Background: an optimization exercise with open tools, aiming at small area. Do not read the settings as production practice.
Function was checked by simulation only, so behaviour that the tests miss may differ from the original.

west:
## sns_lane
module sns_lane (
    input  wire         clk,
    input  wire         rst,
    input  wire         grp_valid,
    input  wire [7:0]   grp,
    input  wire         cfg_we,
    input  wire [2:0]   cfg_slot,
    input  wire [1:0]   cfg_sel,      
    input  wire [23:0]  cfg_wdata,
    output wire         smp_strobe,
    output wire [7:0]   smp_valid,
    output wire [7:0]   smp_ovr,
    output wire [191:0] smp_z,
    output reg          fast_strobe,
    output wire [7:0]   fast_valid,
    output wire [127:0] fast_f,
    output wire [7:0]   stuck
);
    wire [7:0]   cfg_en, cfg_fast;
    wire [191:0] cfg_offx;
    wire [183:0] cfg_gain;
    wire [63:0]  cfg_dly;
    sns_cfg u_cfg (
        .clk(clk), .rst(rst),
        .cfg_we(cfg_we), .cfg_slot(cfg_slot), .cfg_sel(cfg_sel), .cfg_wdata(cfg_wdata),
        .en(cfg_en), .fen(cfg_fast), .offx(cfg_offx), .gain(cfg_gain), .dly(cfg_dly)
    );
    reg  [5:0] phase;
    wire       te = grp_valid & (&phase);
    wire       p0 = grp_valid & (phase[2:0] == 3'd0);
    always @(posedge clk) begin
        if (rst) begin
            phase       <= 6'd0;
            fast_strobe <= 1'b0;
        end else begin
            if (grp_valid)
                phase <= phase + 6'd1;
            fast_strobe <= grp_valid & (&phase[2:0]);
        end
    end
    reg [34:0] w;
    always @(*) begin
        case (phase)
            6'd0: w = {12'd2080, 12'd2016, 11'd0};
            6'd1: w = {12'd2016, 12'd2080, 11'd0};
            6'd2: w = {12'd1953, 12'd2142, 11'd1};
  ...
==> module sns_slot, before the edit <==
module sns_slot (
    input  wire        clk,
    input  wire        rst,
    input  wire        v,           
    input  wire        b,           
    input  wire        te,          
    input  wire        p0,          
    input  wire [11:0] wa,          
    input  wire [11:0] wb,
    input  wire [10:0] wc,
    input  wire [3:0]  wx,          
    input  wire [2:0]  wy,
    input  wire        en,
    input  wire        fen,
    input  wire [15:0] onn,         
    output wire [17:0] c3,          
    output wire        pres,        
    output wire        ovr,
    output wire        fv,          
    output wire [15:0] ff,          
    output wire        stuck
);
    function [32:0] rca;
        input [32:0] x;
        input [32:0] y;
        input        c0;
        integer      i;
        reg          c;
        begin
            c = c0;
            for (i = 0; i < 33; i = i + 1) begin
                rca[i] = x[i] ^ y[i] ^ c;
                c      = (x[i] & y[i]) | (c & (x[i] ^ y[i]));
            end
        end
    endfunction
    reg  [17:0] A, B;
    reg  [15:0] C;
    wire [17:0] sA, sB;
    wire [15:0] sC;
    assign sA = rca(A, {6'd0, wa & {12{b}}}, 1'b0);
    assign sB = rca(B, {6'd0, wb & {12{b}}}, 1'b0);
    assign sC = rca(C, {5'd0, wc & {11{b}}}, 1'b0);
    always @(posedge clk) begin
        A <= te ? sB : sA;
        B <= te ? {2'd0, sC} : sB;
        C <= (te | rst) ? 16'd0 : sC;
    end
    assign c3 = sA;
    reg  [6:0] X;
    reg  [4:0] Y;
    wire [6:0] xb = p0 ? {2'd0, Y} : X;
    wire [6:0] sX;
    wire [4:0] sY;
    assign sX = rca(xb, {3'd0, wx & {4{b}}}, 1'b0);
    assign sY = rca(Y, {2'd0, wy & {3{b}}}, 1'b0);
    always @(posedge clk) begin
        X <= sX;
        Y <= p0 ? 5'd0 : sY;
    end
    reg  [7:0] run;
    reg        last;
    wire [7:0] run_i;
    assign run_i = rca(run, 8'd0, ~run[7]);
    wire [7:0] run_n = (b == last) ? run_i : 8'd1;
    wire       r128  = run_n[7];
    wire       r32   = |run_n[7:5];
    reg  [3:0] ok;
    reg        s128, s32;
    reg  [2:0] e;
    reg  [1:0] d;
    always @(posedge clk) begin
        if (v)
            last <= b;
        if (rst) begin
            run  <= 8'd0;
            ok   <= 4'd0;
            s128 <= 1'b0;
            s32  <= 1'b0;
            e    <= 3'd4;
            d    <= 2'd0;
        end else if (v) begin
            run <= run_n;
            ok  <= r128 ? 4'd0 : ((&ok) ? ok : ok + 4'd1);
            if (te) begin
                s128 <= 1'b0;
                s32  <= 1'b0;
                e    <= (s128 | r128) ? 3'd4 : ((e == 3'd0) ? 3'd0 : e - 3'd1);
                d    <= (s32 | r32) ? 2'd3 : ((d == 2'd0) ? 2'd0 : d - 2'd1);
            end else begin
                s128 <= s128 | r128;
                s32  <= s32 | r32;
            end
        end
    end
    assign stuck = run[7];
    assign pres  = en & (e == 3'd0);
    assign ovr   = pres & (d != 2'd0);
    wire        wrap = ~(|onn);
    wire [16:0] nn   = {wrap, onn};
    wire [7:0]  shi;
    assign shi = rca({1'b0, X}, {1'b0, nn[16:10]}, 1'b0);
    wire [17:0] S    = {shi, nn[9:0]};
    wire        lo   = (S[17:15] == 3'b000);
    wire        hi   = S[17] | (S[16] & S[15]);
    wire [15:0] fs   = lo ? 16'h8000 : (hi ? 16'h7FFF : S[15:0]);
    assign fv = en & fen & (&ok);
    assign ff = fv ? fs : 16'd0;
endmodule
Settings: LEC_CHECK=0, CAP_MARGIN=20, CORE_MARGIN=2, CORE_UTILIZATION=70, CTS_CLUSTER_DIAMETER=80, CTS_CLUSTER_SIZE=26, SLEW_MARGIN=20; clock period 14.0 ns.
standard.sh (not shown) runs the stock make flow with config.mk's settings and CLKGATE_MAP_FILE= SYNTH_SCRIPT=/design/flow/synth_recipe.tcl, a recipe that flattens the netlist after the stock synthesis.
==> flow/flow/run.sh <==
#!/bin/bash
# The standard layout, with the ports buffered by the smallest buffer
# (sky130_fd_sc_hd__buf_1) instead of the one buffer_ports picks itself.
set -euo pipefail
export BUFFER_PORTS_ARGS="-buffer_cell sky130_fd_sc_hd__buf_1"
bash standard.sh > standard_flow.log 2>&1
west reached the final stage; the timing, DRC and antenna checks on its layout passed.
### west -> east
--- a/flow/design.v
+++ b/flow/design.v
@@ -55,59 +55,65 @@
     assign sX = rca(xb, {3'd0, wx & {4{b}}}, 1'b0);
     assign sY = rca(Y, {2'd0, wy & {3{b}}}, 1'b0);
     always @(posedge clk) begin
         X <= sX;
         Y <= p0 ? 5'd0 : sY;
     end
-    reg  [7:0] run;
+    reg        P;
+    reg  [7:0] F;
     reg        last;
-    wire [7:0] run_i;
-    assign run_i = rca(run, 8'd0, ~run[7]);
-    wire [7:0] run_n = (b == last) ? run_i : 8'd1;
-    wire       r128  = run_n[7];
-    wire       r32   = |run_n[7:5];
-    reg  [3:0] ok;
+    wire       same  = (b == last);
+    wire [3:0] lo_i  = rca(F[3:0], 4'd0, 1'b1);
+    wire [4:0] hi_i  = rca(F[7:4], 4'd0, P | (same & (&F[3:0])));
+    wire [3:0] lo_n  = same ? lo_i : 4'd1;
+    wire [7:0] run_n = same ? (F[7] ? F : {hi_i[3:0], lo_i}) : 8'd1;    
+    wire       r128  = ~P & run_n[7];
+    wire       r32   = ~P & (|run_n[7:5]);
+    wire       okful = P & (hi_i[3:0] == 4'd15);                       
+    wire       P_n   = P ? ~okful : (F[7] & ~same);
+    wire [7:0] F_n   = P ? (okful ? {4'd0, lo_n} : {hi_i[3:0], lo_n}) :
+                       ((F[7] & ~same) ? 8'h11 : run_n);
     reg        s128, s32;
     reg  [2:0] e;
     reg  [1:0] d;
     always @(posedge clk) begin
         if (v)
             last <= b;
         if (rst) begin
-            run  <= 8'd0;
-            ok   <= 4'd0;
+            P    <= 1'b1;
+            F    <= 8'd0;
             s128 <= 1'b0;
             s32  <= 1'b0;
             e    <= 3'd4;
             d    <= 2'd0;
         end else if (v) begin
-            run <= run_n;
-            ok  <= r128 ? 4'd0 : ((&ok) ? ok : ok + 4'd1);
+            P <= P_n;
+            F <= F_n;
             if (te) begin
                 s128 <= 1'b0;
                 s32  <= 1'b0;
                 e    <= (s128 | r128) ? 3'd4 : ((e == 3'd0) ? 3'd0 : e - 3'd1);
                 d    <= (s32 | r32) ? 2'd3 : ((d == 2'd0) ? 2'd0 : d - 2'd1);
             end else begin
                 s128 <= s128 | r128;
                 s32  <= s32 | r32;
             end
         end
     end
-    assign stuck = run[7];
+    assign stuck = ~P & F[7];
     assign pres  = en & (e == 3'd0);
     assign ovr   = pres & (d != 2'd0);
     wire        wrap = ~(|onn);
     wire [16:0] nn   = {wrap, onn};
     wire [7:0]  shi;
     assign shi = rca({1'b0, X}, {1'b0, nn[16:10]}, 1'b0);
     wire [17:0] S    = {shi, nn[9:0]};
     wire        lo   = (S[17:15] == 3'b000);
     wire        hi   = S[17] | (S[16] & S[15]);
     wire [15:0] fs   = lo ? 16'h8000 : (hi ? 16'h7FFF : S[15:0]);
-    assign fv = en & fen & (&ok);
+    assign fv = en & fen & ~P & ~F[7];
     assign ff = fv ? fs : 16'd0;
 endmodule
 module sns_lane (
     input  wire         clk,
     input  wire         rst,
     input  wire         grp_valid,
--- outcome ---
east has completed all stages; timing, DRC and antenna checks passed. Comparing west against east, there is no change at all in clock tree buffer depth. east: post-synthesis simple-gate area fraction lower than west. | final critical path time including I/O delays and setup | east vs west | ≈ equal |. Worst setup skew after layout sits lower in east than in west. Min logic depth of the worst setup path including buffers across east and west: west. Comparing worst stage delay on the critical path for east and west, the smaller number came from east. east vs. west: multi-input logic area went down by 1.0%. Post-synthesis instance area: east < west.

[static timing again, ports no longer ideal]
Ports are ideal in the flow. The routed layouts listed here were re-timed in OpenROAD.
Step 1 assumes that a clkbuf_16 drives the clock port and a buf_2 every other input.
Step 2 moves the port delays by t, midway between the first and last clock arrival at a register: inputs arrive t later, outputs are due t later. That takes back most of the time a late clock gives input paths.
Three values: ideal ports, drivers, drivers and shift; two values: the first two.
run | t (ns) | setup slack, ns | worst register clock-pin slew, ns
west | 0.776 | 0.319 / 0.319 / 0.319 | 0.11 / 0.11
east | 0.778 | 0.317 / 0.317 / 0.317 | 0.11 / 0.11
After both steps every run listed still meets setup and hold.
